Context: an optimization exercise on an open-source flow, tuned for small area, a short achievable clock period and few clock cycles. The choices shown serve that exercise and are no tape-out recipe. The RTL was checked by simulation tests, not by an equivalence proof against the original design.

--- flow/run.sh ---
#!/bin/bash
# synth_recipe.tcl (not shown) runs the flow's synth.tcl, then flattens the netlist and writes it again
# the make line also repeats each setting of config.mk as NAME=value (left out here)
make -C /OpenROAD-flow-scripts/flow DESIGN_CONFIG=/design/flow/config.mk WORK_HOME=/design/flow/orfs CLKGATE_MAP_FILE= SYNTH_SCRIPT=/design/flow/synth_recipe.tcl finish
--- flow/design.v ---
module leg_mix (
    input  wire         clk,
    input  wire         rst,
    input  wire         in_valid,
    output wire         in_ready,
    input  wire [4:0]   in_k,          
    input  wire [7:0]   in_outgain,    
    input  wire         in_out16,      
    input  wire [127:0] in_gain,       
    input  wire [31:0]  in_fade,       
    input  wire [511:0] in_mix,        
    output reg          out_valid,
    output reg  [23:0]  out_sample
);
    localparam integer QD = 8;           
    localparam [31:0] F_ONE  = 32'h3f800000,
                      F_075  = 32'h3f400000,
                      F_M075 = 32'hbf400000;
    reg [1:0]   g_cnt;
    reg [64:0]  gb0, gb1;
    wire        g_pop;
    wire        g_push;
    reg         ib_full;
    reg         ib_first;
    reg [15:0]  ib_mask;       
    reg [4:0]   k_r;
    reg [7:0]   og_r;
    reg         o16_r;
    reg [127:0] gain_r;
    reg [31:0]  fade_r;
    reg [511:0] mix_r;
    wire        stall;
    reg  [7:0]  sel_code;
    reg  [1:0]  sel_fade;
    reg  [31:0] sel_mix;
    reg         d2_v, d2_last;
    wire [15:0] sel      = ib_mask & (~ib_mask + 16'd1);
    wire        ib_last  = ((ib_mask & ~sel) == 16'd0);
    wire        sel_fading = (sel_fade != 2'd0);
    wire [1:0]  g_cnt_nx = g_cnt + {1'b0, g_push} - {1'b0, g_pop};
    wire        a_go     = ~stall & ~(sel_fading & g_cnt_nx[1]);
    wire        a_take   = ib_full & a_go;
    assign in_ready = ~ib_full | (ib_last & a_go);
    wire        accept   = in_valid & in_ready;
    reg  [15:0] in_act;
    integer s;
    always @(*)
        for (s = 0; s < 16; s = s + 1)
            in_act[s] = (in_gain[8*s +: 8] != 8'd0) && (in_fade[2*s +: 2] != 2'd3)
                     && (in_mix[32*s+23 +: 8] != 8'd0)
                     && !((in_fade[2*s +: 2] == 2'd2) && (in_k == 5'd23));
    always @(*) begin
        sel_code = 8'd0;
        sel_fade = 2'd0;
        sel_mix  = 32'd0;
        for (s = 0; s < 16; s = s + 1) begin
            sel_code = sel_code | (gain_r[8*s +: 8] & {8{sel[s]}});
            sel_fade = sel_fade | (fade_r[2*s +: 2] & {2{sel[s]}});
            sel_mix  = sel_mix  | (mix_r[32*s +: 32] & {32{sel[s]}});
        end
    end
    wire [31:0] sel_lin;
    wire [31:0] w_in, w_out;
    lm_gain_rom   u_gain_rom (.code(sel_code), .lin(sel_lin));
    lm_weight_rom u_w_rom    (.k(k_r), .w_in(w_in), .w_out(w_out));
    always @(posedge clk) begin
        if (rst) begin
            ib_full <= 1'b0;
        end else if (accept) begin
            ib_full <= 1'b1;
        end else if (a_take && ib_last) begin
            ib_full <= 1'b0;
        end
        if (accept) begin
            ib_first <= 1'b1;
            ib_mask  <= in_act;
            k_r      <= in_k;
            og_r     <= in_outgain;
            o16_r    <= in_out16;
            gain_r   <= in_gain;
            fade_r   <= in_fade;
            mix_r    <= in_mix;
        end else if (a_take) begin
            ib_first <= 1'b0;
            ib_mask  <= ib_mask & ~sel;
        end
    end
    reg         a_v, a_first, a_last, a_fading, a_o16;
    reg [7:0]   a_og;
    reg [31:0]  a_lin, a_w, a_mix;
    always @(posedge clk) begin
        if (rst)
            a_v <= 1'b0;
        else if (!stall)
            a_v <= a_take;
        if (!stall) begin
            a_first  <= ib_first;
            a_last   <= ib_last;
            a_fading <= a_take & sel_fading;
            a_lin    <= sel_lin;
            a_w      <= (sel_fade == 2'd1) ? w_in : w_out;
            a_mix    <= sel_mix;       
            a_og     <= og_r;
            a_o16    <= o16_r;
        end
    end
    wire [31:0] c_gw_m;
    wire        mx_fade = a_v & a_fading;
    assign      g_pop   = ~mx_fade & (g_cnt != 2'd0);
    lm_fmul2 u_mx (.clk(clk), .en(~stall), .a(mx_fade ? a_lin : gb0[31:0]),
                   .b(mx_fade ? a_w : gb0[63:32]), .y(c_gw_m));
    reg         c1_v, c1_first, c1_last, c1_fading, c1_o16;
    reg [7:0]   c1_og;
    reg [31:0]  c1_lin, c1_mix;
    reg         c2_v, c2_first, c2_last, c2_fading, c2_o16;
    reg [7:0]   c2_og;
    reg [31:0]  c2_lin, c2_mix;
    always @(posedge clk) begin
        if (rst) begin
            c1_v <= 1'b0;
            c2_v <= 1'b0;
        end else if (!stall) begin
            c1_v <= a_v;
            c2_v <= c1_v;
        end
        if (!stall) begin
            c1_first <= a_first;  c1_last <= a_last;  c1_fading <= a_fading;
            c1_o16   <= a_o16;    c1_og   <= a_og;    c1_lin    <= a_lin;
            c1_mix   <= a_mix;
            c2_first <= c1_first; c2_last <= c1_last; c2_fading <= c1_fading;
            c2_o16   <= c1_o16;   c2_og   <= c1_og;   c2_lin    <= c1_lin;
            c2_mix   <= c1_mix;
        end
    end
    wire [31:0] c2_gw = c2_fading ? c_gw_m : c2_lin;
    wire [31:0] d_p;
    lm_fmul2 u_m1 (.clk(clk), .en(~stall), .a(c2_gw), .b(c2_mix), .y(d_p));
    reg         d1_v, d1_first, d1_last, d1_o16;
    reg [7:0]   d1_og;
    reg         d2_first, d2_o16;
    reg [7:0]   d2_og;
    always @(posedge clk) begin
        if (rst) begin
            d1_v <= 1'b0;
            d2_v <= 1'b0;
        end else if (!stall) begin
            d1_v <= c2_v;
            d2_v <= d1_v;
        end
        if (!stall) begin
            d1_first <= c2_first; d1_last <= c2_last; d1_o16 <= c2_o16; d1_og <= c2_og;
            d2_first <= d1_first; d2_last <= d1_last; d2_o16 <= d1_o16; d2_og <= d1_og;
        end
    end
    reg  [31:0] acc;
    wire [31:0] sum;
    lm_fadd u_acc (.a(acc), .b(d_p), .y(sum));
    wire [31:0] acc_next = d2_first ? ((d_p[30:23] == 8'd0) ? 32'd0 : d_p) : sum;
    wire [31:0] og_lin;
    lm_gain_rom u_og_rom (.code(d2_og), .lin(og_lin));
    assign g_push = d2_v & d2_last;
    wire [64:0] g_new = {d2_o16, og_lin, acc_next};
    always @(posedge clk) begin
        if (rst)
            g_cnt <= 2'd0;
        else if (!stall)
            g_cnt <= g_cnt_nx;
        if (!stall) begin
            if (d2_v)
                acc <= acc_next;
            if (g_pop)
                gb0 <= (g_cnt == 2'd2) ? gb1 : g_new;
            else if (g_cnt == 2'd0)
                gb0 <= g_new;
            if ((g_cnt == 2'd2) || (g_cnt == 2'd1 && !g_pop))
                gb1 <= g_new;
        end
    end
    wire [31:0] g_y = c_gw_m;
    reg         g1_v, g1_o16, g2_v, g2_o16;
    always @(posedge clk) begin
        if (rst) begin
            g1_v <= 1'b0;
            g2_v <= 1'b0;
        end else if (!stall) begin
            g1_v <= g_pop;
            g2_v <= g1_v;
        end
        if (!stall) begin
            g1_o16 <= gb0[64];
            g2_o16 <= g1_o16;
        end
    end
    reg [32:0]  q_mem [0:QD-1];
    localparam integer QW = 3;               
    reg [QW-1:0] q_wp, q_rp;
    reg [QW:0]   q_n;
    wire        q_full  = (q_n == QD);
    wire        q_empty = (q_n == 0);
    wire        q_pop;
    assign stall = g2_v & q_full;
    wire        q_push = g2_v & ~q_full;
    wire [32:0] q_out  = q_mem[q_rp];
    reg         hd_v;
    reg  [32:0] q_head;
    wire        t_done;
    wire        hd_load = ~q_empty & (~hd_v | t_done);
    always @(posedge clk) begin
        if (rst) begin
            q_wp <= 0;
            q_rp <= 0;
            q_n  <= 0;
        end else begin
            if (q_push)
                q_wp <= (q_wp == QD - 1) ? 0 : q_wp + 1'b1;
            if (q_pop)
                q_rp <= (q_rp == QD - 1) ? 0 : q_rp + 1'b1;
            q_n <= q_n + q_push - q_pop;
        end
        if (q_push)
            q_mem[q_wp] <= {g2_o16, g_y};
    end
    localparam integer DIV_R = 4;
    localparam integer DIV_C = (25 + DIV_R - 1) / DIV_R;
    localparam [1:0] P_IDLE = 2'd0, P_D = 2'd1, P_S = 2'd2;
    reg  [1:0]  p_st;
    reg         p_selD;        
    reg  [31:0] t_u;           
    reg  [31:0] t_d;           
    wire [31:0] hy     = q_head[31:0];
    wire [31:0] hy_abs = {1'b0, hy[30:0]};
    wire        h_clip = (hy_abs > F_075);
    wire [31:0] ta_y;
    lm_fadd u_tadd (.a(p_selD ? F_ONE : hy_abs), .b(p_selD ? t_u : F_M075), .y(ta_y));
    wire [25:0] dp_rem;
    wire [23:0] dp_dv;
    wire [25:0] dp_dv3;
    wire [9:0]  dp_e;
    lm_fdiv_prep u_dprep (.a(t_u), .b(t_d), .rem(dp_rem), .dv(dp_dv), .dv3(dp_dv3), .e(dp_e));
    reg         s_v, s_clip, s_o16;
    reg  [31:0] s_y;           
    reg  [25:0] s_rem;
    reg  [23:0] s_dv;
    reg  [25:0] s_dv3;
    reg  [9:0]  s_e;
    localparam V_IDLE = 1'b0, V_DIV = 1'b1;
    reg         v_st;
    reg  [3:0]  v_cnt;
    reg         v_sign, v_o16;
    wire        v_last  = (v_st == V_DIV) && (v_cnt == DIV_C - 1);
    reg         v_zout;    
    wire        v_take  = s_v & (v_zout ? s_clip : (v_st == V_IDLE));
    wire        s_free  = ~s_v | v_take;
    wire        p_pass  = (p_st == P_IDLE) & hd_v & ~h_clip & s_free;
    wire        p_send  = (p_st == P_S) & s_free;
    assign t_done = p_pass | p_send;
    assign q_pop  = hd_load;
    wire        div_load = v_take & s_clip;
    wire [31:0] div_y;
    lm_fdiv #(.R(DIV_R)) u_div (.clk(clk), .load(div_load), .rem0(s_rem), .dv0(s_dv),
                                .dv30(s_dv3), .e0(s_e), .y(div_y));
    wire [30:0] z_abs;
    lm_zadd u_zadd (.v(div_y[30:0]), .z(z_abs));
    reg         f_v, f_o16;
    reg  [31:0] f_val;
    always @(posedge clk) begin
        if (rst) begin
            p_st   <= P_IDLE;
            p_selD <= 1'b0;
            hd_v   <= 1'b0;
            s_v    <= 1'b0;
            v_st   <= V_IDLE;
            v_zout <= 1'b0;
            f_v    <= 1'b0;
        end else begin
            if (hd_load)
                hd_v <= 1'b1;
            else if (t_done)
                hd_v <= 1'b0;
            p_selD <= (p_st == P_IDLE) & hd_v & h_clip;
            case (p_st)
                P_IDLE:  if (hd_v && h_clip) p_st <= P_D;
                P_D:     p_st <= P_S;
                default: if (s_free) p_st <= P_IDLE;
            endcase
            if (t_done)
                s_v <= 1'b1;
            else if (v_take)
                s_v <= 1'b0;
            v_zout <= v_last;
            if (div_load)
                v_st <= V_DIV;
            else if (v_last)
                v_st <= V_IDLE;
            f_v <= v_zout | (v_take & ~s_clip);
        end
        v_cnt <= (v_st == V_DIV && !div_load) ? v_cnt + 4'd1 : 4'd0;
        if (hd_load)
            q_head <= q_out;
        if (p_st == P_IDLE)
            t_u <= {ta_y[31], ta_y[30:23] + 8'd2, ta_y[22:0]};    
        if (p_st == P_D)
            t_d <= ta_y;
        if (t_done) begin
            s_clip <= p_send;
            s_o16  <= q_head[32];
            s_y    <= hy;
            s_rem  <= dp_rem;
            s_dv   <= dp_dv;
            s_dv3  <= dp_dv3;
            s_e    <= dp_e;
        end
        if (div_load) begin
            v_sign <= s_y[31];
            v_o16  <= s_o16;
        end
        f_o16 <= v_zout ? v_o16 : s_o16;
        f_val <= v_zout ? {v_sign, z_abs} : s_y;
    end
    reg  [31:0] fin;
    reg  [24:0] ival;
    reg  [24:0] sval;
    reg  [8:0]  rsh;
    reg  [23:0] mant;
    reg  [49:0] ext;
    always @(*) begin
        fin  = f_val;
        mant = {1'b1, fin[22:0]};
        rsh  = 9'd150 - (f_o16 ? 9'd15 : 9'd23) - {1'b0, fin[30:23]};
        ext  = {mant, 26'd0} >> rsh[4:0];
        if (fin[30:23] == 8'd0 || rsh > 9'd25)
            ival = 25'd0;
        else
            ival = {1'b0, ext[49:26]}
                 + {24'd0, ext[25] & ((ext[24:0] != 25'd0) || ext[26])};
        if (f_o16) begin
            if (ival > 25'd32767 && !fin[31])
                ival = 25'd32767;
        end else begin
            if (ival > 25'd8388607 && !fin[31])
                ival = 25'd8388607;
        end
        sval = fin[31] ? (25'd0 - ival) : ival;
    end
    always @(posedge clk) begin
        if (rst)
            out_valid <= 1'b0;
        else
            out_valid <= f_v;
        out_sample <= sval[23:0];
    end
endmodule
module lm_add #(parameter W = 28) (
    input  wire [W-1:0] a,
    input  wire [W-1:0] b,
    input  wire         cin,
    output reg  [W-1:0] s,
    output reg          cout
);
    reg [W:0] p0, g, p, gn, pn;
    integer i, d;
    always @(*) begin
        g  = {a, cin} & {b, cin};
        p0 = {a, cin} ^ {b, cin};
        p  = p0;
        for (d = 1; d < W + 1; d = d * 2) begin
            gn = g;
            pn = p;
            for (i = d; i < W + 1; i = i + 1) begin
                gn[i] = g[i] | (p[i] & g[i-d]);
                pn[i] = p[i] & p[i-d];
            end
            g = gn;
            p = pn;
        end
        s    = p0[W:1] ^ g[W-1:0];
        cout = g[W];
    end
endmodule
module lm_mul24 (
    input  wire [23:0] a,
    input  wire [23:0] b,
    output wire [47:0] p
);
    wire [26:0]  bx = {2'b00, b, 1'b0};
    wire [12:0]  neg;
    wire [623:0] rows;           
    genvar j;
    generate
        for (j = 0; j < 13; j = j + 1) begin : g_pp
            wire [2:0]  dg  = bx[2*j +: 3];
            wire        one = dg[0] ^ dg[1];
            wire        two = (dg == 3'b011) | (dg == 3'b100);
            wire [24:0] sel = ({25{one}} & {1'b0, a}) | ({25{two}} & {a, 1'b0});
            assign neg[j] = dg[2];
            wire [25:0] r26 = {~neg[j], sel ^ {25{neg[j]}}};
            if (j == 0) begin : g0
                assign rows[47:0] = {22'd0, r26};
            end else begin : gj
                wire [49:0] wide = {24'd0, r26, 1'b0, neg[j-1]} << (2 * j - 2);
                assign rows[48*j +: 48] = wide[47:0];
            end
        end
    endgenerate
    localparam [47:0] OFFS = 48'h000002000000 + 48'h000008000000 + 48'h000020000000
                           + 48'h000080000000 + 48'h000200000000 + 48'h000800000000
                           + 48'h002000000000 + 48'h008000000000 + 48'h020000000000
                           + 48'h080000000000 + 48'h200000000000 + 48'h800000000000;
    localparam [47:0] KCON = 48'd0 - OFFS;
    wire [47:0] r13 = KCON;
    function [95:0] csa;
        input [47:0] x, y, z;
        begin
            csa[47:0]  = x ^ y ^ z;
            csa[95:48] = ((x & y) | (x & z) | (y & z)) << 1;
        end
    endfunction
    wire [47:0] r0  = rows[0*48 +: 48],  r1  = rows[1*48 +: 48],  r2  = rows[2*48 +: 48];
    wire [47:0] r3  = rows[3*48 +: 48],  r4  = rows[4*48 +: 48],  r5  = rows[5*48 +: 48];
    wire [47:0] r6  = rows[6*48 +: 48],  r7  = rows[7*48 +: 48],  r8  = rows[8*48 +: 48];
    wire [47:0] r9  = rows[9*48 +: 48],  r10 = rows[10*48 +: 48], r11 = rows[11*48 +: 48];
    wire [47:0] r12 = rows[12*48 +: 48];
    wire [95:0] l1a = csa(r0, r1, r2);
    wire [95:0] l1b = csa(r3, r4, r5);
    wire [95:0] l1c = csa(r6, r7, r8);
    wire [95:0] l1d = csa(r9, r10, r11);
    wire [95:0] l2a = csa(l1a[47:0], l1a[95:48], l1b[47:0]);
    wire [95:0] l2b = csa(l1b[95:48], l1c[47:0], l1c[95:48]);
    wire [95:0] l2c = csa(l1d[47:0], l1d[95:48], r12);
    wire [95:0] l3a = csa(l2a[47:0], l2a[95:48], l2b[47:0]);
    wire [95:0] l3b = csa(l2b[95:48], l2c[47:0], l2c[95:48]);
    wire [95:0] l4a = csa(l3a[47:0], l3a[95:48], l3b[47:0]);
    wire [95:0] l5a = csa(l4a[47:0], l4a[95:48], l3b[95:48]);
    wire [95:0] l6a = csa(l5a[47:0], l5a[95:48], r13);
    wire        p_co;
    lm_add #(48) u_fa (.a(l6a[47:0]), .b(l6a[95:48]), .cin(1'b0), .s(p), .cout(p_co));
endmodule
module lm_fmul2 (
    input  wire        clk,
    input  wire        en,
    input  wire [31:0] a,
    input  wire [31:0] b,
    output reg  [31:0] y
);
    wire [47:0] prod;
    lm_mul24 u_m (.a({1'b1, a[22:0]}), .b({1'b1, b[22:0]}), .p(prod));
    reg  [47:22] p_r;      
    reg         st_r;      
    reg  [8:0]  e_r;       
    reg         s_r;
    reg         z_r;
    always @(posedge clk) begin
        if (en) begin
            p_r  <= prod[47:22];
            st_r <= |prod[21:0];
            e_r <= {1'b0, a[30:23]} + {1'b0, b[30:23]} - 9'd127;
            s_r <= a[31] ^ b[31];
            z_r <= (a[30:23] == 8'd0) || (b[30:23] == 8'd0);
        end
    end
    reg  [22:0] frac;
    reg         guard;
    reg         sticky;
    reg  [8:0]  e;
    wire [23:0] rnd;
    lm_add #(23) u_ri (.a(frac), .b(23'd0), .cin(guard & (sticky | frac[0])), .s(rnd[22:0]), .cout(rnd[23]));
    always @(*) begin
        if (p_r[47]) begin
            frac   = p_r[46:24];
            guard  = p_r[23];
            sticky = p_r[22] | st_r;
            e      = e_r + 9'd1;
        end else begin
            frac   = p_r[45:23];
            guard  = p_r[22];
            sticky = st_r;
            e      = e_r;
        end
    end
    wire [8:0] e_f = rnd[23] ? e + 9'd1 : e;
    always @(posedge clk) begin
        if (en)
            y <= z_r ? {s_r, 31'd0} : {s_r, e_f[7:0], rnd[22:0]};
    end
endmodule
module lm_lzc25 (
    input  wire [24:0] x,
    output wire [4:0]  n
);
    wire [31:0] v = {x, 7'h7f};
    reg  [15:0] z1; reg [15:0] c1;
    reg  [7:0]  z2; reg [15:0] c2;
    reg  [3:0]  z3; reg [11:0] c3;
    reg  [1:0]  z4; reg [7:0]  c4;
    reg         z5; reg [4:0]  c5;
    integer i;
    always @(*) begin
        for (i = 0; i < 16; i = i + 1) begin
            z1[i] = ~v[31-2*i] & ~v[30-2*i];
            c1[i] = ~v[31-2*i];
        end
        for (i = 0; i < 8; i = i + 1) begin
            z2[i]       = z1[2*i] & z1[2*i+1];
            c2[2*i +: 2] = z1[2*i] ? {1'b1, c1[2*i+1]} : {1'b0, c1[2*i]};
        end
        for (i = 0; i < 4; i = i + 1) begin
            z3[i]        = z2[2*i] & z2[2*i+1];
            c3[3*i +: 3] = z2[2*i] ? {1'b1, c2[4*i+2 +: 2]} : {1'b0, c2[4*i +: 2]};
        end
        for (i = 0; i < 2; i = i + 1) begin
            z4[i]        = z3[2*i] & z3[2*i+1];
            c4[4*i +: 4] = z3[2*i] ? {1'b1, c3[6*i+3 +: 3]} : {1'b0, c3[6*i +: 3]};
        end
        c5 = z4[0] ? {1'b1, c4[7:4]} : {1'b0, c4[3:0]};
    end
    assign n = c5;
endmodule
module lm_fadd (
    input  wire [31:0] a,
    input  wire [31:0] b,
    output reg  [31:0] y
);
    wire        sa = a[31];
    wire        sb = b[31];
    wire [7:0]  ea = a[30:23];
    wire [7:0]  eb = b[30:23];
    wire        za = (ea == 8'd0);
    wire        zb = (eb == 8'd0);
    wire [23:0] ma = {1'b1, a[22:0]};
    wire [23:0] mb = {1'b1, b[22:0]};
    wire        sub = sa ^ sb;
    wire [8:0]  dab;
    wire [7:0]  dba;
    lm_add #(9) u_dab (.a({1'b0, ea}), .b(~{1'b0, eb}), .cin(1'b1), .s(dab), .cout());
    lm_add #(8) u_dba (.a(eb), .b(~ea), .cin(1'b1), .s(dba), .cout());
    wire        a_ge = ~dab[8];
    wire [23:0] mbig = a_ge ? ma : mb;
    wire [23:0] msml = a_ge ? mb : ma;
    wire [7:0]  ebig = a_ge ? ea : eb;
    wire        sbig = a_ge ? sa : sb;
    wire        d0   = (ea == eb);
    wire        d1   = (dab[7:0] == 8'd1) | (dba == 8'd1);
    wire        near = sub & (d0 | d1);
    reg  [26:0] sha, shb;      
    reg         sta, stb;
    always @(*) begin
        if (dba >= 8'd27) begin
            sha = 27'd0;
            sta = 1'b1;
        end else begin
            sha = {ma, 3'b000} >> dba[4:0];
            sta = |({ma, 3'b000} & ((27'd1 << dba[4:0]) - 27'd1));
        end
        if (dab[7:0] >= 8'd27) begin
            shb = 27'd0;
            stb = 1'b1;
        end else begin
            shb = {mb, 3'b000} >> dab[4:0];
            stb = |({mb, 3'b000} & ((27'd1 << dab[4:0]) - 27'd1));
        end
    end
    wire [26:0] sh = a_ge ? {shb[26:1], shb[0] | stb} : {sha[26:1], sha[0] | sta};
    wire [27:0] fsum;
    lm_add #(28) u_fs (.a({1'b0, mbig, 3'b000}), .b({1'b0, sh} ^ {28{sub}}), .cin(sub),
                       .s(fsum), .cout());
    reg  [26:0] fnorm;
    reg  [1:0]  fsel;      
    always @(*) begin
        if (fsum[27]) begin
            fnorm = {fsum[27:2], fsum[1] | fsum[0]};
            fsel  = 2'd2;
        end else if (fsum[26]) begin
            fnorm = fsum[26:0];
            fsel  = 2'd1;
        end else begin
            fnorm = {fsum[25:0], 1'b0};
            fsel  = 2'd0;
        end
    end
    wire [23:0] frnd;
    wire        fco;
    lm_add #(24) u_fr (.a(fnorm[26:3]), .b(24'd0),
                       .cin(fnorm[2] & (fnorm[1] | fnorm[0] | fnorm[3])), .s(frnd), .cout(fco));
    wire [7:0]  ebm1 = ebig - 8'd1;
    wire [7:0]  ebp1 = ebig + 8'd1;
    wire [7:0]  ebp2 = ebig + 8'd2;
    reg  [7:0]  fe;
    always @(*) begin
        case ({fsel, fco})
            3'b000:  fe = ebm1;
            3'b001:  fe = ebig;
            3'b010:  fe = ebig;
            3'b011:  fe = ebp1;
            3'b100:  fe = ebp1;
            default: fe = ebp2;
        endcase
    end
    wire [31:0] far_y = {sbig, fe, frnd[22:0]};
    wire [24:0] nx  = d0 ? {ma, 1'b0} : {mbig, 1'b0};
    wire [24:0] ny  = d0 ? {mb, 1'b0} : {1'b0, msml};
    wire [24:0] dxy, dyx;
    wire        cxy;
    lm_add #(25) u_nxy (.a(nx), .b(~ny), .cin(1'b1), .s(dxy), .cout(cxy));
    lm_add #(25) u_nyx (.a(ny), .b(~nx), .cin(1'b1), .s(dyx), .cout());
    wire        nneg = ~cxy;
    wire [24:0] nd  = nneg ? dyx : dxy;
    wire        nsgn = d0 ? (nneg ? sb : sa) : sbig;
    wire        nzero = (nd == 25'd0);
    wire [4:0]  lz;
    lm_lzc25 u_lz (.x(nd), .n(lz));
    wire [24:0] nnorm = nd << lz;
    wire [23:0] nr0;
    wire        nco;
    lm_add #(24) u_nr (.a(nd[24:1]), .b(24'd0), .cin(nd[0] & nd[1]), .s(nr0), .cout(nco));
    wire        nl0 = nd[24];                  
    wire [7:0]  eblz;
    lm_add #(8) u_elz (.a(ebig), .b(~{3'd0, lz}), .cin(1'b1), .s(eblz), .cout());
    wire [7:0]  ne  = nl0 ? (nco ? ebp1 : ebig) : eblz;
    wire [22:0] nm  = nl0 ? nr0[22:0] : nnorm[23:1];
    wire [31:0] near_y = nzero ? 32'd0 : {nsgn, ne, nm};
    always @(*) begin
        if (za && zb)
            y = {sa & sb, 31'd0};
        else if (za)
            y = b;
        else if (zb)
            y = a;
        else if (near)
            y = near_y;
        else
            y = far_y;
    end
endmodule
module lm_fdiv_prep (
    input  wire [31:0] a,
    input  wire [31:0] b,
    output wire [25:0] rem,
    output wire [23:0] dv,
    output wire [25:0] dv3,
    output wire [9:0]  e
);
    wire [23:0] ma = {1'b1, a[22:0]};
    wire [23:0] mb = {1'b1, b[22:0]};
    wire        lt = ma < mb;
    assign dv  = mb;
    assign dv3 = {2'b00, mb} + {1'b0, mb, 1'b0};
    assign rem = lt ? {1'b0, ma, 1'b0} : {2'b00, ma};
    assign e   = {2'b00, a[30:23]} - {2'b00, b[30:23]} + 10'd127 - (lt ? 10'd1 : 10'd0);
endmodule
module lm_fdiv #(parameter R = 4) (
    input  wire        clk,
    input  wire        load,
    input  wire [25:0] rem0,
    input  wire [23:0] dv0,
    input  wire [25:0] dv30,
    input  wire [9:0]  e0,
    output wire [31:0] y
);
    localparam integer C = (25 + R - 1) / R;    
    localparam integer Q = C * R;               
    localparam integer S = R / 2;               
    reg [25:0]  rem;       
    reg [23:0]  dv;
    reg [25:0]  dv3;       
    reg [Q-1:0] q;
    reg [9:0]   e;
    wire [25:0] xs   [0:S];      
    wire [2*S-1:0] qb;
    assign xs[0] = rem;
    genvar k;
    generate
        for (k = 0; k < S; k = k + 1) begin : g_st
            wire [26:0] x = {xs[k], 1'b0};
            wire [26:0] t1, t2, t3;
            wire        c1, c2, c3;
            lm_add #(27) u_s1 (.a(x), .b(~{3'd0, dv}),       .cin(1'b1), .s(t1), .cout(c1));
            lm_add #(27) u_s2 (.a(x), .b(~{2'd0, dv, 1'b0}), .cin(1'b1), .s(t2), .cout(c2));
            lm_add #(27) u_s3 (.a(x), .b(~{1'b0, dv3}),      .cin(1'b1), .s(t3), .cout(c3));
            wire [26:0] r = c3 ? t3 : c2 ? t2 : c1 ? t1 : x;
            assign qb[2*S-1-2*k -: 2] = {c2, c3 | (c1 & ~c2)};
            assign xs[k+1] = {r[24:0], 1'b0};
        end
    endgenerate
    wire        g   = q[Q-25];
    wire        stk = (rem != 26'd0) || ((Q > 25) ? (|(q & ((1 << (Q - 25)) - 1))) : 1'b0);
    wire [24:0] rnd;
    lm_add #(24) u_r (.a(q[Q-1:Q-24]), .b(24'd0), .cin(g & (stk | q[Q-24])), .s(rnd[23:0]),
                      .cout(rnd[24]));
    wire [9:0]  ef  = rnd[24] ? e + 10'd1 : e;
    assign y = {1'b0, ef[7:0], rnd[22:0]};
    always @(posedge clk) begin
        if (load) begin
            dv  <= dv0;
            dv3 <= dv30;
            rem <= rem0;
            e   <= e0;
        end else begin
            q   <= {q[Q-1-R:0], qb};
            rem <= xs[S];
        end
    end
endmodule
module lm_zadd (
    input  wire [30:0] v,
    output wire [30:0] z
);
    wire [7:0]  sd = 8'd128 - v[30:23];        
    reg  [26:0] sh;
    reg         st;
    always @(*) begin
        if (sd >= 8'd27) begin
            sh = 27'd0;
            st = 1'b1;
        end else begin
            sh = {1'b1, v[22:0], 3'b000} >> sd[4:0];
            st = |({1'b1, v[22:0], 3'b000} & ((27'd1 << sd[4:0]) - 27'd1));
        end
        sh[0] = sh[0] | st;
    end
    wire [27:0] sum = {4'b0110, 24'd0} + {1'b0, sh};
    wire [26:0] nrm = sum[27] ? {sum[27:2], sum[1] | sum[0]} : sum[26:0];
    wire [23:0] rnd;
    wire        co;
    lm_add #(24) u_r (.a(nrm[26:3]), .b(24'd0), .cin(nrm[2] & (nrm[1] | nrm[0] | nrm[3])),
                      .s(rnd), .cout(co));
    wire [7:0]  e = (sum[27] | co) ? 8'd127 : 8'd126;
    assign z = {e, rnd[22:0]};
endmodule
module lm_gain_rom (
    input  wire [7:0]  code,
    output reg  [31:0] lin
);
    always @(*) begin
        case (code)
            8'h00: lin = 32'h00000000;
            8'h01: lin = 32'h3a2f33cd;
            8'h02: lin = 32'h3a399570;
            8'h03: lin = 32'h3a44948c;
            8'h04: lin = 32'h3a503a77;
            8'h05: lin = 32'h3a5c9112;
            8'h06: lin = 32'h3a69a2d7;
            8'h07: lin = 32'h3a777ada;
            8'h08: lin = 32'h3a83126f;
            8'h09: lin = 32'h3a8ad6a8;
            8'h0a: lin = 32'h3a9310b1;
            8'h0b: lin = 32'h3a9bc784;
            8'h0c: lin = 32'h3aa50287;
            8'h0d: lin = 32'h3aaec98e;
            8'h0e: lin = 32'h3ab924e5;
            8'h0f: lin = 32'h3ac41d56;
            8'h10: lin = 32'h3acfbc31;
            8'h11: lin = 32'h3adc0b51;
            8'h12: lin = 32'h3ae91528;
            8'h13: lin = 32'h3af6e4c6;
            8'h14: lin = 32'h3b02c2f2;
            8'h15: lin = 32'h3b0a8276;
            8'h16: lin = 32'h3b12b782;
            8'h17: lin = 32'h3b1b690d;
            8'h18: lin = 32'h3b249e76;
            8'h19: lin = 32'h3b2e5f8f;
            8'h1a: lin = 32'h3b38b49f;
            8'h1b: lin = 32'h3b43a669;
            8'h1c: lin = 32'h3b4f3e37;
            8'h1d: lin = 32'h3b5b85e0;
            8'h1e: lin = 32'h3b6887cf;
            8'h1f: lin = 32'h3b764f0e;
            8'h20: lin = 32'h3b8273a6;
            8'h21: lin = 32'h3b8a2e77;
            8'h22: lin = 32'h3b925e89;
            8'h23: lin = 32'h3b9b0ace;
            8'h24: lin = 32'h3ba43aa2;
            8'h25: lin = 32'h3badf5d1;
            8'h26: lin = 32'h3bb8449c;
            8'h27: lin = 32'h3bc32fc3;
            8'h28: lin = 32'h3bcec08a;
            8'h29: lin = 32'h3bdb00c0;
            8'h2a: lin = 32'h3be7facc;
            8'h2b: lin = 32'h3bf5b9b0;
            8'h2c: lin = 32'h3c02248a;
            8'h2d: lin = 32'h3c09daac;
            8'h2e: lin = 32'h3c1205c6;
            8'h2f: lin = 32'h3c1aacc8;
            8'h30: lin = 32'h3c23d70a;
            8'h31: lin = 32'h3c2d8c52;
            8'h32: lin = 32'h3c37d4dd;
            8'h33: lin = 32'h3c42b965;
            8'h34: lin = 32'h3c4e4329;
            8'h35: lin = 32'h3c5a7bf1;
            8'h36: lin = 32'h3c676e1e;
            8'h37: lin = 32'h3c7524ac;
            8'h38: lin = 32'h3c81d59f;
            8'h39: lin = 32'h3c898712;
            8'h3a: lin = 32'h3c91ad39;
            8'h3b: lin = 32'h3c9a4efc;
            8'h3c: lin = 32'h3ca373af;
            8'h3d: lin = 32'h3cad2314;
            8'h3e: lin = 32'h3cb76563;
            8'h3f: lin = 32'h3cc24350;
            8'h40: lin = 32'h3ccdc614;
            8'h41: lin = 32'h3cd9f773;
            8'h42: lin = 32'h3ce6e1c6;
            8'h43: lin = 32'h3cf49003;
            8'h44: lin = 32'h3d0186e2;
            8'h45: lin = 32'h3d0933ac;
            8'h46: lin = 32'h3d1154e1;
            8'h47: lin = 32'h3d19f169;
            8'h48: lin = 32'h3d231090;
            8'h49: lin = 32'h3d2cba15;
            8'h4a: lin = 32'h3d36f62b;
            8'h4b: lin = 32'h3d41cd81;
            8'h4c: lin = 32'h3d4d494a;
            8'h4d: lin = 32'h3d597345;
            8'h4e: lin = 32'h3d6655c3;
            8'h4f: lin = 32'h3d73fbb4;
            8'h50: lin = 32'h3d813856;
            8'h51: lin = 32'h3d88e078;
            8'h52: lin = 32'h3d90fcbf;
            8'h53: lin = 32'h3d99940e;
            8'h54: lin = 32'h3da2adad;
            8'h55: lin = 32'h3dac5156;
            8'h56: lin = 32'h3db68738;
            8'h57: lin = 32'h3dc157fb;
            8'h58: lin = 32'h3dcccccd;
            8'h59: lin = 32'h3dd8ef67;
            8'h5a: lin = 32'h3de5ca15;
            8'h5b: lin = 32'h3df367bf;
            8'h5c: lin = 32'h3e00e9f9;
            8'h5d: lin = 32'h3e088d77;
            8'h5e: lin = 32'h3e10a4d3;
            8'h5f: lin = 32'h3e1936ec;
            8'h60: lin = 32'h3e224b06;
            8'h61: lin = 32'h3e2be8d7;
            8'h62: lin = 32'h3e361887;
            8'h63: lin = 32'h3e40e2bb;
            8'h64: lin = 32'h3e4c509b;
            8'h65: lin = 32'h3e586bd9;
            8'h66: lin = 32'h3e653ebb;
            8'h67: lin = 32'h3e72d424;
            8'h68: lin = 32'h3e809bcc;
            8'h69: lin = 32'h3e883aa8;
            8'h6a: lin = 32'h3e904d1c;
            8'h6b: lin = 32'h3e98da02;
            8'h6c: lin = 32'h3ea1e89b;
            8'h6d: lin = 32'h3eab8097;
            8'h6e: lin = 32'h3eb5aa1a;
            8'h6f: lin = 32'h3ec06dc3;
            8'h70: lin = 32'h3ecbd4b4;
            8'h71: lin = 32'h3ed7e89b;
            8'h72: lin = 32'h3ee4b3b6;
            8'h73: lin = 32'h3ef240e2;
            8'h74: lin = 32'h3f004dce;
            8'h75: lin = 32'h3f07e80b;
            8'h76: lin = 32'h3f0ff59a;
            8'h77: lin = 32'h3f187d50;
            8'h78: lin = 32'h3f21866c;
            8'h79: lin = 32'h3f2b1896;
            8'h7a: lin = 32'h3f353bef;
            8'h7b: lin = 32'h3f3ff911;
            8'h7c: lin = 32'h3f4b5918;
            8'h7d: lin = 32'h3f5765ac;
            8'h7e: lin = 32'h3f642905;
            8'h7f: lin = 32'h3f71adf9;
            8'h80: lin = 32'h3f800000;
            8'h81: lin = 32'h3f8795a0;
            8'h82: lin = 32'h3f8f9e4d;
            8'h83: lin = 32'h3f9820d7;
            8'h84: lin = 32'h3fa12478;
            8'h85: lin = 32'h3faab0d5;
            8'h86: lin = 32'h3fb4ce08;
            8'h87: lin = 32'h3fbf84a6;
            8'h88: lin = 32'h3fcaddc8;
            8'h89: lin = 32'h3fd6e30d;
            8'h8a: lin = 32'h3fe39ea9;
            8'h8b: lin = 32'h3ff11b6a;
            8'h8c: lin = 32'h3fff64c1;
            8'h8d: lin = 32'h40074368;
            8'h8e: lin = 32'h400f4735;
            8'h8f: lin = 32'h4017c496;
            8'h90: lin = 32'h4020c2bf;
            8'h91: lin = 32'h402a4952;
            8'h92: lin = 32'h40346063;
            8'h93: lin = 32'h403f1082;
            8'h94: lin = 32'h404a62c2;
            8'h95: lin = 32'h405660bd;
            8'h96: lin = 32'h406314a0;
            8'h97: lin = 32'h40708933;
            8'h98: lin = 32'h407ec9e1;
            default: lin = 32'h00000000;
        endcase
    end
endmodule
module lm_weight_rom (
    input  wire [4:0]  k,
    output reg  [31:0] w_in,
    output reg  [31:0] w_out
);
    always @(*) begin
        case (k)
            5'd0: begin w_in = 32'h3d2aaaab; w_out = 32'h3f755555; end
            5'd1: begin w_in = 32'h3daaaaab; w_out = 32'h3f6aaaab; end
            5'd2: begin w_in = 32'h3e000000; w_out = 32'h3f600000; end
            5'd3: begin w_in = 32'h3e2aaaab; w_out = 32'h3f555555; end
            5'd4: begin w_in = 32'h3e555555; w_out = 32'h3f4aaaab; end
            5'd5: begin w_in = 32'h3e800000; w_out = 32'h3f400000; end
            5'd6: begin w_in = 32'h3e955555; w_out = 32'h3f355555; end
            5'd7: begin w_in = 32'h3eaaaaab; w_out = 32'h3f2aaaab; end
            5'd8: begin w_in = 32'h3ec00000; w_out = 32'h3f200000; end
            5'd9: begin w_in = 32'h3ed55555; w_out = 32'h3f155555; end
            5'd10: begin w_in = 32'h3eeaaaab; w_out = 32'h3f0aaaab; end
            5'd11: begin w_in = 32'h3f000000; w_out = 32'h3f000000; end
            5'd12: begin w_in = 32'h3f0aaaab; w_out = 32'h3eeaaaab; end
            5'd13: begin w_in = 32'h3f155555; w_out = 32'h3ed55555; end
            5'd14: begin w_in = 32'h3f200000; w_out = 32'h3ec00000; end
            5'd15: begin w_in = 32'h3f2aaaab; w_out = 32'h3eaaaaab; end
            5'd16: begin w_in = 32'h3f355555; w_out = 32'h3e955555; end
            5'd17: begin w_in = 32'h3f400000; w_out = 32'h3e800000; end
            5'd18: begin w_in = 32'h3f4aaaab; w_out = 32'h3e555555; end
            5'd19: begin w_in = 32'h3f555555; w_out = 32'h3e2aaaab; end
            5'd20: begin w_in = 32'h3f600000; w_out = 32'h3e000000; end
            5'd21: begin w_in = 32'h3f6aaaab; w_out = 32'h3daaaaab; end
            5'd22: begin w_in = 32'h3f755555; w_out = 32'h3d2aaaab; end
            5'd23: begin w_in = 32'h3f800000; w_out = 32'h00000000; end
            default: begin w_in = 32'h00000000; w_out = 32'h00000000; end
        endcase
    end
endmodule
--- flow/constraint.sdc ---
create_clock -name core_clock -period 15.0 [get_ports {clk}]
set_input_delay 3.0000 -clock core_clock [delete_from_list [all_inputs] [get_ports {clk}]]
set_output_delay 3.0000 -clock core_clock [all_outputs]
set_load 0.01 [all_outputs]
--- flow/config.mk ---
export PLATFORM = sky130hd
export DESIGN_NAME = leg_mix
export DESIGN_NICKNAME = leg_mix
export VERILOG_FILES = /design/flow/design.v
export SDC_FILE = /design/flow/constraint.sdc
export NUM_CORES = 4
export LEC_CHECK = 0
export CAP_MARGIN = 20
export CORE_MARGIN = 2
export CORE_UTILIZATION = 40
export SETUP_SLACK_MARGIN = 5
export SLEW_MARGIN = 20
export SYNTH_MEMORY_MAX_BITS = 16384
==> impl_metrics.ini, run 1 <==
[finish]
layout-drive-gt1-share = 0.0935
n_fill_cell = 37300
final_cell_count_no_fill = 21700
fin_nets = 18400
syn2layout_area_growth_pct = 13.8

[floorplan]
start_util = 0.402
dieArea_sq_um = 396000
io_pins = 715
die_w_um = 629
core_area_sq_um = 389000
dieHeight_um = 629
fp-row-count = 229

[synth]
syn_avg_cell_area_sq_um = 9.74
seq_area_frac_synth = 0.368
netlist_instances = 16100
yosys_warnings = 17
synth_edf_count = 1809
synth_flop_cell = edfxtp_1
ys_ff_latch = 1972
synth_fp_nets = 18100
synthArstFlopShare = 0
synthDistinctLibCells = 115
netlist_area_sq_um = 156000

[placed_design]
dp_cells = 21300
gp_congestion = 0.996
portBuffers = 714
hpwl_um = 445000

[worst_setup_path]
critical-path-slowest-cell = clkdlybuf4s50_1
critPathCaptureType = output port
r2r_cells = 32
path_cells = buf_4 > nor2_1 > nand2_1 > nor3b_2 > buf_4 > a221oi_1 > nand2_1 > a221oi_1 > nand3_1 > a221oi_1 > nand2_1 > nor2_2 > o21ai_0 > o21ai_0 > clkdlybuf4s50_1
required_ns = 12.00
slowest_delay_ns = 0.85
path_max_fanout = 42
worst_ep_arrival_time_ns = 6.83
critPathLaunchType = flop
ff2ff_setup_slack_ns = 5.27
path_buf_inv = 3
rr_endpoint = u_m1.p_r[47]$_DFFE_PN_
regToRegStartpoint = c2_fading$_DFFE_PN_
worstSetupPathType = flop to output port
crit_family = compound AO/OA/AOI/OAI gates

[global_routing]
grt_max_degree = 166
grt_usage = 0.291
grt_antenna_before_repair = 53
grt_overflow_total = 0
grt_pass1_vias = 127000
grt_pass1_wl_um = 871000

[sta]
worst_pin_slew_ns = 1.25
timing_hold_violations_final = 0
rsz0062_at_grt = yes
slew_headroom = 0.165
fmax_ghz = 0.102
period_minus_slack_ns = 9.83
fin_tns_setup_ns = 0
setup_viol = 0
timing.final.crit_share = 0.656
fin_skew_ns = 0.117
final_max_slew_viol_count = 0

[clock_network]
path_clk_slew_ns = 0.06
cts-buffers-inserted = 215
cts_htree_levels = 4
clock_path_buffers = 4
numClockSinks = 1972
cts_root_buffer = clkbuf_16
clock_latency_ns = 0.96
cts_tree = done

[route]
route.vias.total = 133000
viasPerCell = 6.13
drc = 0
wl_met2_um = 265000
antenna_left = 0
wirelength_um = 598000
drt_iter0_markers = 15900
wl_per_cell_um = 27.5
dr.pass1.iters = 9
highest_layer = met5
routed-wl-met3_um = 53100
wl_met1_um = 242000

[worst_hold_path]
hp-class = flop to flop
worstHoldPathCells = 0
hold_path_end = u_div.dv3[17]$_DFFE_PP_
min_from = s_dv3[17]$_DFFE_PP_

[outcome]
status = finished clean

[flow_run]
cap_violations = 0
cells by family (layout without fill, tap and decap cells):
group,count (synthesis),count (layout),synth area share
buf+inv,2199,2655,0.0535
simple gates,4140,4144,0.122
flops,1972,1972,0.368
fa+ha+maj,1389,1389,0.136
other cells,0,27,0
compound gates,4423,4424,0.192
mux,805,805,0.0652
xor+xnor,1132,1132,0.0636
cells in the mapped netlist (90+ instances only):
master,number,area [sq um]
a211oi_1,178,1340
a21o_1,200,1500
a21oi_1,930,4650
a221oi_1,182,1590
a22o_1,165,1450
a22oi_1,638,4790
a31oi_1,159,995
and3_1,99,619
buf_1,206,773
clkbuf_1,802,3010
dfxtp_1,163,3260
edfxtp_1,1809,54300
fa_1,514,10300
ha_1,873,10900
inv_1,1104,4140
mux2_2,312,3510
mux2i_1,351,3510
mux4_2,139,3130
nand2_1,1391,5220
nand2b_1,109,682
nand3_1,385,1930
nand4_1,100,626
nor2_1,1121,4210
nor2b_1,105,657
nor3_1,325,1630
nor4_1,143,895
o211ai_1,140,1050
o21a_1,90,676
o21ai_0,805,4030
o22ai_1,123,769
xnor2_1,915,8010
xor2_1,215,1880
worst register-to-register path: cells and delay by family, from the launching register on:
kind                     cells  cell delay (ns)
adder cells (fa/ha/maj)      7             3.06
flip-flops                   1             0.32
XOR/XNOR                     1             0.10
AO/OA/AOI/OAI               17             3.96
AND/OR/NAND/NOR              1             0.09
multiplexers                 2             1.14
buffers and inverters        4             0.79
cell usage in the layout, fill, tap and decap left out, types with 90 or more instances in the layout:
master and n:
nor4_1 135, dfxtp_1 158, xnor2_1 902, edfxtp_1 1809, a21o_1 199, nand3_1 382, a22o_1 165, inv_1 1095
nor3_1 316, xor2_1 202, mux4_2 139, a31oi_1 153, nand2_1 1380, nor2_1 1094, o211ai_1 140, and3_1 94
nand4_1 100, clkdlybuf4s50_1 713, o22ai_1 121, mux2i_1 340, o21a_1 90, nor2b_1 99, a221oi_1 176, a211oi_1 171
fa_1 514, o21ai_0 796, a21oi_1 911, a22oi_1 638, ha_1 865, clkbuf_16 215, mux2_2 303, nand2b_1 107
buf_4 376
state kept, by name (all words and copies together), names as in the netlist, 28 cells and up:
| register | cells |
|---|---|
| mix_r | 512 |
| q_mem | 264 |
| gain_r | 128 |
| gb0 | 62 |
| gb1 | 62 |
| q_head | 33 |
| a_mix | 32 |
| acc | 32 |
| c1_mix | 32 |
| c2_mix | 32 |
| f_val | 32 |
| fade_r | 32 |
| s_y | 32 |
| t_u | 32 |
| u_m1.y | 32 |
| u_mx.y | 32 |
| t_d | 31 |
| a_lin | 29 |
| c1_lin | 29 |
| c2_lin | 29 |
| og_lin | 29 |
| u_div.q | 28 |
layer usage:
metal  global-route usage  up-vias
met5                    0        -
met4                0.156       20
met3               0.0535     1325
met2                0.452     6820
met1                0.385    65200
li1                     -    59900
cell type report:
class	instances	area, sq um	area share
Timing Repair Buffer	1124	10500	0.0588
Multi-Input combinational cell	11900	91900	0.516
Inverter	1134	4320	0.0242
Tap cell	5197	6500	0.0365
Antenna cell	27	67.6	0.000380
Clock inverter	135	1580	0.00886
Sequential cell	1972	57600	0.324
Clock buffer	262	5580	0.0313
per-stage QoR:
stage | setup WS, ns | instance area (sq um) | hold WS, ns | util
floorplan | 5.10 | 156000 | 0.386 | -
global placement | 3.47 | 169000 | 0.398 | 0.435
detailed placement | 3.32 | 169000 | 0.396 | 0.435
CTS | 4.83 | 177000 | 0.375 | 0.454
global route | 4.91 | 178000 | 0.368 | 0.457
finish | 5.17 | 178000 | 0.375 | 0.458
repair_timing:
action / in CTS / in global routing
gates resized for setup: 79 / 158
gates cloned: 2 / 3
hold buffers: 0 / 0
endpoints found under the setup margin: 201 / 163
setup buffers: 15 / 51
pin swaps: 7 / 24
worst max-delay path by stage:
| stage | start | cells past startpoint | to |
|---|---|---|---|
| after global placement | u_m1.y[24]$_SDFFCE_PP0N_ | 36 | gb0[29]$_DFFE_PP_ |
| after detailed placement | u_m1.y[23]$_SDFFCE_PP0N_ | 36 | gb0[29]$_DFFE_PP_ |
| after global routing | u_m1.y[29]$_SDFFCE_PP0N_ | 36 | gb0[29]$_DFFE_PP_ |
| after floorplan | u_m1.y[23]$_SDFFCE_PP0N_ | 42 | gb0[30]$_DFFE_PP_ |
| final | ib_mask[1]$_DFFE_PP_ | 15 | in_ready |
| after CTS | u_m1.y[23]$_SDFFCE_PP0N_ | 37 | gb0[29]$_DFFE_PP_ |
Testbench counts, summed over its fixed seeds: cycles 13,865.
==> run 2: changes to the inputs <==
--- a/flow/design.v
+++ b/flow/design.v
@@ -193,4 +193,8 @@
     end
-    reg [32:0]  q_mem [0:QD-1];
     localparam integer QW = 3;               
+    reg [31:0]   q_y   [0:QD-1];
+    reg [QD-1:0] q_o16;
+    reg [QD-1:0] q_clip;
+    reg          zr_v;
+    reg  [31:0]  zr;
     reg [QW-1:0] q_wp, q_rp;
@@ -199,15 +203,25 @@
     wire        q_empty = (q_n == 0);
-    wire        q_pop;
     assign stall = g2_v & q_full;
     wire        q_push = g2_v & ~q_full;
-    wire [32:0] q_out  = q_mem[q_rp];
-    reg         hd_v;
-    reg  [32:0] q_head;
-    wire        t_done;
-    wire        hd_load = ~q_empty & (~hd_v | t_done);
+    wire        g_clip = ({1'b0, g_y[30:0]} > F_075);
+    wire        q_pop  = ~q_empty & (~q_clip[q_rp] | zr_v);
+    wire        zr_use = q_pop & q_clip[q_rp];
+    reg [QW-1:0] cf_idx [0:QD-1];
+    reg [QW-1:0] cf_wp, cf_rp;
+    reg [QW:0]   cf_n;
+    wire         cf_pop;
+    wire         p_byp;       
+    wire         cf_push = q_push & g_clip & ~p_byp;
+    wire         zw;
+    wire [31:0]  zw_val;
+    integer qi;
     always @(posedge clk) begin
         if (rst) begin
-            q_wp <= 0;
-            q_rp <= 0;
-            q_n  <= 0;
+            q_wp  <= 0;
+            q_rp  <= 0;
+            q_n   <= 0;
+            cf_wp <= 0;
+            cf_rp <= 0;
+            cf_n  <= 0;
+            zr_v  <= 1'b0;
         end else begin
@@ -218,5 +232,23 @@
             q_n <= q_n + q_push - q_pop;
+            if (cf_push)
+                cf_wp <= (cf_wp == QD - 1) ? 0 : cf_wp + 1'b1;
+            if (cf_pop)
+                cf_rp <= (cf_rp == QD - 1) ? 0 : cf_rp + 1'b1;
+            cf_n <= cf_n + cf_push - cf_pop;
+            if (zw)
+                zr_v <= 1'b1;
+            else if (zr_use)
+                zr_v <= 1'b0;
+        end
+        if (zw)
+            zr <= zw_val;
+        for (qi = 0; qi < QD; qi = qi + 1) begin
+            if (q_push && q_wp == qi) begin
+                q_y[qi]    <= g_y;
+                q_o16[qi]  <= g2_o16;
+                q_clip[qi] <= g_clip;
+            end
         end
-        if (q_push)
-            q_mem[q_wp] <= {g2_o16, g_y};
+        if (cf_push)
+            cf_idx[cf_wp] <= q_wp;
     end
@@ -224,12 +256,13 @@
     localparam integer DIV_C = (25 + DIV_R - 1) / DIV_R;
-    localparam [1:0] P_IDLE = 2'd0, P_D = 2'd1, P_S = 2'd2;
+    localparam [1:0] P_IDLE = 2'd0, P_T = 2'd1, P_D = 2'd2, P_S = 2'd3;
     reg  [1:0]  p_st;
     reg         p_selD;        
+    reg  [31:0] p_y;
+    reg  [QW-1:0] p_idx;
     reg  [31:0] t_u;           
     reg  [31:0] t_d;           
-    wire [31:0] hy     = q_head[31:0];
-    wire [31:0] hy_abs = {1'b0, hy[30:0]};
-    wire        h_clip = (hy_abs > F_075);
+    assign cf_pop = (p_st == P_IDLE) & (cf_n != 0);
+    assign p_byp  = (p_st == P_IDLE) & (cf_n == 0) & q_push & g_clip;
     wire [31:0] ta_y;
-    lm_fadd u_tadd (.a(p_selD ? F_ONE : hy_abs), .b(p_selD ? t_u : F_M075), .y(ta_y));
+    lm_fadd u_tadd (.a(p_selD ? F_ONE : {1'b0, p_y[30:0]}), .b(p_selD ? t_u : F_M075), .y(ta_y));
     wire [25:0] dp_rem;
@@ -239,4 +272,4 @@
     lm_fdiv_prep u_dprep (.a(t_u), .b(t_d), .rem(dp_rem), .dv(dp_dv), .dv3(dp_dv3), .e(dp_e));
-    reg         s_v, s_clip, s_o16;
-    reg  [31:0] s_y;           
+    reg         s_v, s_sign;
+    reg  [QW-1:0] s_idx;
     reg  [25:0] s_rem;
@@ -248,19 +281,22 @@
     reg  [3:0]  v_cnt;
-    reg         v_sign, v_o16;
+    reg         v_sign;
+    reg  [QW-1:0] v_idx;
     wire        v_last  = (v_st == V_DIV) && (v_cnt == DIV_C - 1);
     reg         v_zout;    
-    wire        v_take  = s_v & (v_zout ? s_clip : (v_st == V_IDLE));
+    wire        zr_free = ~zr_v | zr_use;
+    wire        v_zgo   = v_zout & zr_free;
+    wire        v_free  = v_zgo | ((v_st == V_IDLE) & ~v_zout);
+    wire        p_direct = (p_st == P_S) & ~s_v & v_free;
+    wire        v_take  = (s_v | p_direct) & v_free;
     wire        s_free  = ~s_v | v_take;
-    wire        p_pass  = (p_st == P_IDLE) & hd_v & ~h_clip & s_free;
     wire        p_send  = (p_st == P_S) & s_free;
-    assign t_done = p_pass | p_send;
-    assign q_pop  = hd_load;
-    wire        div_load = v_take & s_clip;
+    wire        s_load  = p_send & ~p_direct;
     wire [31:0] div_y;
-    lm_fdiv #(.R(DIV_R)) u_div (.clk(clk), .load(div_load), .rem0(s_rem), .dv0(s_dv),
-                                .dv30(s_dv3), .e0(s_e), .y(div_y));
+    lm_fdiv #(.R(DIV_R)) u_div (.clk(clk), .load(v_take), .run(v_st == V_DIV),
+                                .rem0(s_v ? s_rem : dp_rem), .dv0(s_v ? s_dv : dp_dv),
+                                .dv30(s_v ? s_dv3 : dp_dv3), .e0(s_v ? s_e : dp_e), .y(div_y));
     wire [30:0] z_abs;
     lm_zadd u_zadd (.v(div_y[30:0]), .z(z_abs));
-    reg         f_v, f_o16;
-    reg  [31:0] f_val;
+    assign zw     = v_zgo;
+    assign zw_val = {v_sign, z_abs};
     always @(posedge clk) begin
@@ -269,3 +305,2 @@
             p_selD <= 1'b0;
-            hd_v   <= 1'b0;
             s_v    <= 1'b0;
@@ -273,11 +308,7 @@
             v_zout <= 1'b0;
-            f_v    <= 1'b0;
         end else begin
-            if (hd_load)
-                hd_v <= 1'b1;
-            else if (t_done)
-                hd_v <= 1'b0;
-            p_selD <= (p_st == P_IDLE) & hd_v & h_clip;
+            p_selD <= (p_st == P_T);
             case (p_st)
-                P_IDLE:  if (hd_v && h_clip) p_st <= P_D;
+                P_IDLE:  if (cf_n != 0 || p_byp) p_st <= P_T;
+                P_T:     p_st <= P_D;
                 P_D:     p_st <= P_S;
@@ -285,3 +316,3 @@
             endcase
-            if (t_done)
+            if (s_load)
                 s_v <= 1'b1;
@@ -289,4 +320,7 @@
                 s_v <= 1'b0;
-            v_zout <= v_last;
-            if (div_load)
+            if (v_last)
+                v_zout <= 1'b1;
+            else if (v_zgo)
+                v_zout <= 1'b0;
+            if (v_take)
                 v_st <= V_DIV;
@@ -294,8 +328,12 @@
                 v_st <= V_IDLE;
-            f_v <= v_zout | (v_take & ~s_clip);
         end
-        v_cnt <= (v_st == V_DIV && !div_load) ? v_cnt + 4'd1 : 4'd0;
-        if (hd_load)
-            q_head <= q_out;
-        if (p_st == P_IDLE)
+        v_cnt <= (v_st == V_DIV && !v_take) ? v_cnt + 4'd1 : 4'd0;
+        if (cf_pop) begin
+            p_y   <= q_y[cf_idx[cf_rp]];
+            p_idx <= cf_idx[cf_rp];
+        end else if (p_byp) begin
+            p_y   <= g_y;
+            p_idx <= q_wp;
+        end
+        if (p_st == P_T)
             t_u <= {ta_y[31], ta_y[30:23] + 8'd2, ta_y[22:0]};    
@@ -303,6 +341,5 @@
             t_d <= ta_y;
-        if (t_done) begin
-            s_clip <= p_send;
-            s_o16  <= q_head[32];
-            s_y    <= hy;
+        if (s_load) begin
+            s_sign <= p_y[31];
+            s_idx  <= p_idx;
             s_rem  <= dp_rem;
@@ -312,8 +349,16 @@
         end
-        if (div_load) begin
-            v_sign <= s_y[31];
-            v_o16  <= s_o16;
+        if (v_take) begin
+            v_sign <= s_v ? s_sign : p_y[31];
+            v_idx  <= s_v ? s_idx : p_idx;
         end
-        f_o16 <= v_zout ? v_o16 : s_o16;
-        f_val <= v_zout ? {v_sign, z_abs} : s_y;
+    end
+    reg         f_v, f_o16;
+    reg  [31:0] f_val;
+    always @(posedge clk) begin
+        if (rst)
+            f_v <= 1'b0;
+        else
+            f_v <= q_pop;
+        f_o16 <= q_o16[q_rp];
+        f_val <= q_clip[q_rp] ? zr : q_y[q_rp];
     end
@@ -652,2 +697,3 @@
     input  wire        load,
+    input  wire        run,
     input  wire [25:0] rem0,
@@ -696,3 +742,3 @@
             e   <= e0;
-        end else begin
+        end else if (run) begin
             q   <= {q[Q-1-R:0], qb};
==> run 2 against run 1 <==
  * Still clean on timing, DRC and antenna
  * Global-route usage about the same
  * Register-to-register slack is essentially flat
  * Flip-flop and latch count up 35
  * Clock skew rose by 0.024 ns
  * Synthesized cell count increased by 6.3%
  * Cell area grew 3.7%
  * Routed wire length rose by 5.1%
  * Highest routed layer unchanged
==> impl_metrics.ini, run 2 <==
[synth]
ys_ff_latch = 2007
syn_avg_cell_area_sq_um = 9.53
netlist_instances = 17100
synth_top_area_share = 0.343
synthDistinctLibCells = 133
synth_top_area_cell = edfxtp_1
netlist_top_cells_area = edfxtp_1 (34%), ha_1 (6.9%), fa_1 (6.3%), xnor2_1 (4.9%), nand2_1 (3.5%)
synthArstFlopShare = 0
yosys-top-cells-count = edfxtp_1 (1857), nand2_1 (1502), nor2_1 (1250)
seq_area_frac_synth = 0.361
yosysMostFrequentCell = edfxtp_1
yosys_warnings = 18
synth_edf_count = 1857
netlist_area_sq_um = 163000
synth_fp_nets = 19200
synth_flop_cell = edfxtp_1

[sta]
finalWorstSetupSlack_ns = 5.27
rsz0062_at_grt = yes
worst_pin_slew_ns = 1.31
final_max_slew_viol_count = 0
fin_skew_ns = 0.141
fmax_ghz = 0.103
timing_hold_violations_final = 0
timing.final.crit_share = 0.649
fin_tns_setup_ns = 0
slew_headroom = 0.120
period_minus_slack_ns = 9.73
setup_viol = 0

[route]
drc = 0
viasPerCell = 6.17
route.vias.total = 142000
drt_iter0_markers = 17100
wirelength_um = 628000
antenna_left = 0
wl_per_cell_um = 27.3
dr.pass1.iters = 10

[worst_setup_path]
ff2ff_setup_slack_ns = 5.27
r2r_cells = 27
rr_endpoint = gb0[24]$_DFFE_PP_
worst_ep_arrival_time_ns = 10.45
required_ns = 15.72
regToRegStartpoint = u_m1.y[23]$_SDFFCE_PP0N_
path_max_fanout = 36
critPathCaptureType = flop
worstSetupPathType = flop to flop
critPathLaunchType = flop

[worst_hold_path]
hp-class = flop to flop
worstHoldPathCells = 0
min_from = c1_lin[10]$_DFFE_PN_
hold_path_end = c2_lin[10]$_DFFE_PN_

[placed_design]
portBuffers = 714
hpwl_um = 464000
gp_congestion = 1.00
pre_cts_ws_ns = 3.59

[floorplan]
die_w_um = 642
io_pins = 715
core_area_sq_um = 406000
start_util = 0.401
dieArea_sq_um = 412000
fp-row-count = 234
dieHeight_um = 642

[finish]
layout_commonest_cell = edfxtp_1
final_cell_mix = edfxtp_1 (1857), nand2_1 (1493), nor2_1 (1228)
largestRegisters = mix_r (512), q_y (256), gain_r (128)
n_fill_cell = 38800
syn2layout_area_growth_pct = 13.4
largest_register_ffs = 512
utilization = 0.455
top_register = mix_r
fin_nets = 19400
layout-drive-gt1-share = 0.0883

[global_routing]
grt_pass1_wl_um = 912000
grt_overflow_total = 0
grt_usage = 0.291
grt_antenna_before_repair = 76
grt_pass1_vias = 135000
grt_max_degree = 161

[clock_network]
cts_tree = done
cts_htree_levels = 4
cts_root_buffer = clkbuf_16
clock_latency_ns = 1.01
clock_path_buffers = 4
numClockSinks = 2007
hold_buffers = 0
cts-buffers-inserted = 225
path_clk_slew_ns = 0.06

[flow_run]
cap_violations = 0

[outcome]
status = finished clean
==> run 2: per-stage QoR <==
| stage | cell area [sq um] | instances | hold slack [ns] |
|---|---|---|---|
| floorplan | 163000 | 17100 | 0.386 |
| global route | 185000 | 22900 | 0.355 |
| CTS | 184000 | 22900 | 0.347 |
| finish | 185000 | 23000 | 0.354 |
| global placement | 175000 | 22400 | 0.389 |
| detailed placement | 175000 | 22400 | 0.390 |
==> run 2: cell families after synthesis <==
group,synth area share
compound gates,0.206
xor+xnor,0.0610
fa+ha+maj,0.132
buf+inv,0.0544
flops,0.361
mux,0.0551
simple gates,0.130
==> run 2: worst max path at each step <==
stage | start | to | slack [ns]
global route | p_y[24]$_DFFE_PP_ | t_u[30]$_DFFE_PP_ | 4.91
floorplan | u_m1.y[26]$_SDFFCE_PP0N_ | gb0[21]$_DFFE_PP_ | 5.36
global placement | u_m1.y[23]$_SDFFCE_PP0N_ | gb0[11]$_DFFE_PP_ | 3.72
CTS | u_m1.y[25]$_SDFFCE_PP0N_ | gb0[30]$_DFFE_PP_ | 5.01
finish | u_m1.y[23]$_SDFFCE_PP0N_ | gb0[24]$_DFFE_PP_ | 5.27
detailed placement | u_m1.y[23]$_SDFFCE_PP0N_ | gb0[27]$_DFFE_PP_ | 3.59
==> run 2: critical path, cell delays in order, from the launching register on <==
cell	delay [ns]
edfxtp_1	0.50
inv_1	0.17
ha_4	0.30
o21a_1	0.28
o22a_2	0.30
a221oi_4	0.34
clkbuf_16	0.31
o2111a_1	0.40
nand2b_2	0.21
o22ai_1	0.35
xnor2_1	0.16
ha_1	0.48
and3_1	0.27
a31oi_1	0.21
o21a_1	0.24
or3_1	0.17
or3b_2	0.49
or4_4	0.52
a21o_1	0.20
nand3_2	0.35
buf_4	0.44
mux2_2	0.46
nor4_4	0.41
nand3_4	0.37
mux2i_1	0.22
o21ai_0	0.66
a221oi_1	0.29
mux2_2	0.34
==> run 2: layout make-up <==
cell class / count / area, sq um / share of cell area
timing repair buffer: 1114 / 10400 / 0.0565
clock buffer: 279 / 6060 / 0.0328
antenna: 64 / 160 / 0.000868
tap: 5428 / 6790 / 0.0368
clock inverter: 141 / 1770 / 0.00961
inverter: 1161 / 4410 / 0.0239
multi-input combinational: 12800 / 96200 / 0.521
timing repair inverter: 1 / 5.00 / 0.0000271
sequential: 2007 / 58800 / 0.318
==> run 2: per-layer routing <==
| layer | wire [um] | vias to the layer above | GRT usage |
|---|---|---|---|
| met2 | 287000 | 7466 | 0.470 |
| met1 | 245000 | 69000 | 0.369 |
| met5 | 305 | - | 0 |
| met4 | 40700 | 48 | 0.159 |
| li1 | - | 63600 | - |
| met3 | 55400 | 1470 | 0.0525 |
==> run 2: timing repair <==
action                                  4_1_cts  5_1_grt
buffers inserted                              9       33
cloned                                        4        3
pin swaps                                     4       18
endpoints found under the setup margin      192      183
gates resized for setup                      52      135
Testbench counts of run 2, summed over its fixed seeds: cycles 12,231.

==> port drivers added, routing unchanged <==
The flow's constraints put no driver on any port. The routed layouts listed below were extracted and timed again, unchanged, in two steps.
Step 1, drivers: a clkbuf_16 drives clk and a buf_2 each remaining input, both assumed.
Step 2 moves the port delays by t, midway between the first and last clock arrival at a register: inputs arrive t later, outputs are due t later. That takes back most of the time a late clock gives input paths.
Three values: ideal ports, drivers, drivers and shift; two values: the first two.
run	shift t [ns]	setup slack, ns	hold slack, ns
run 1	1.021	5.165 / 5.049 / 5.275	0.375 / 0.375 / 0.375
run 2	1.071	5.271 / 5.189 / 5.271	0.354 / 0.354 / 0.354
After both steps every run listed still meets setup and hold.
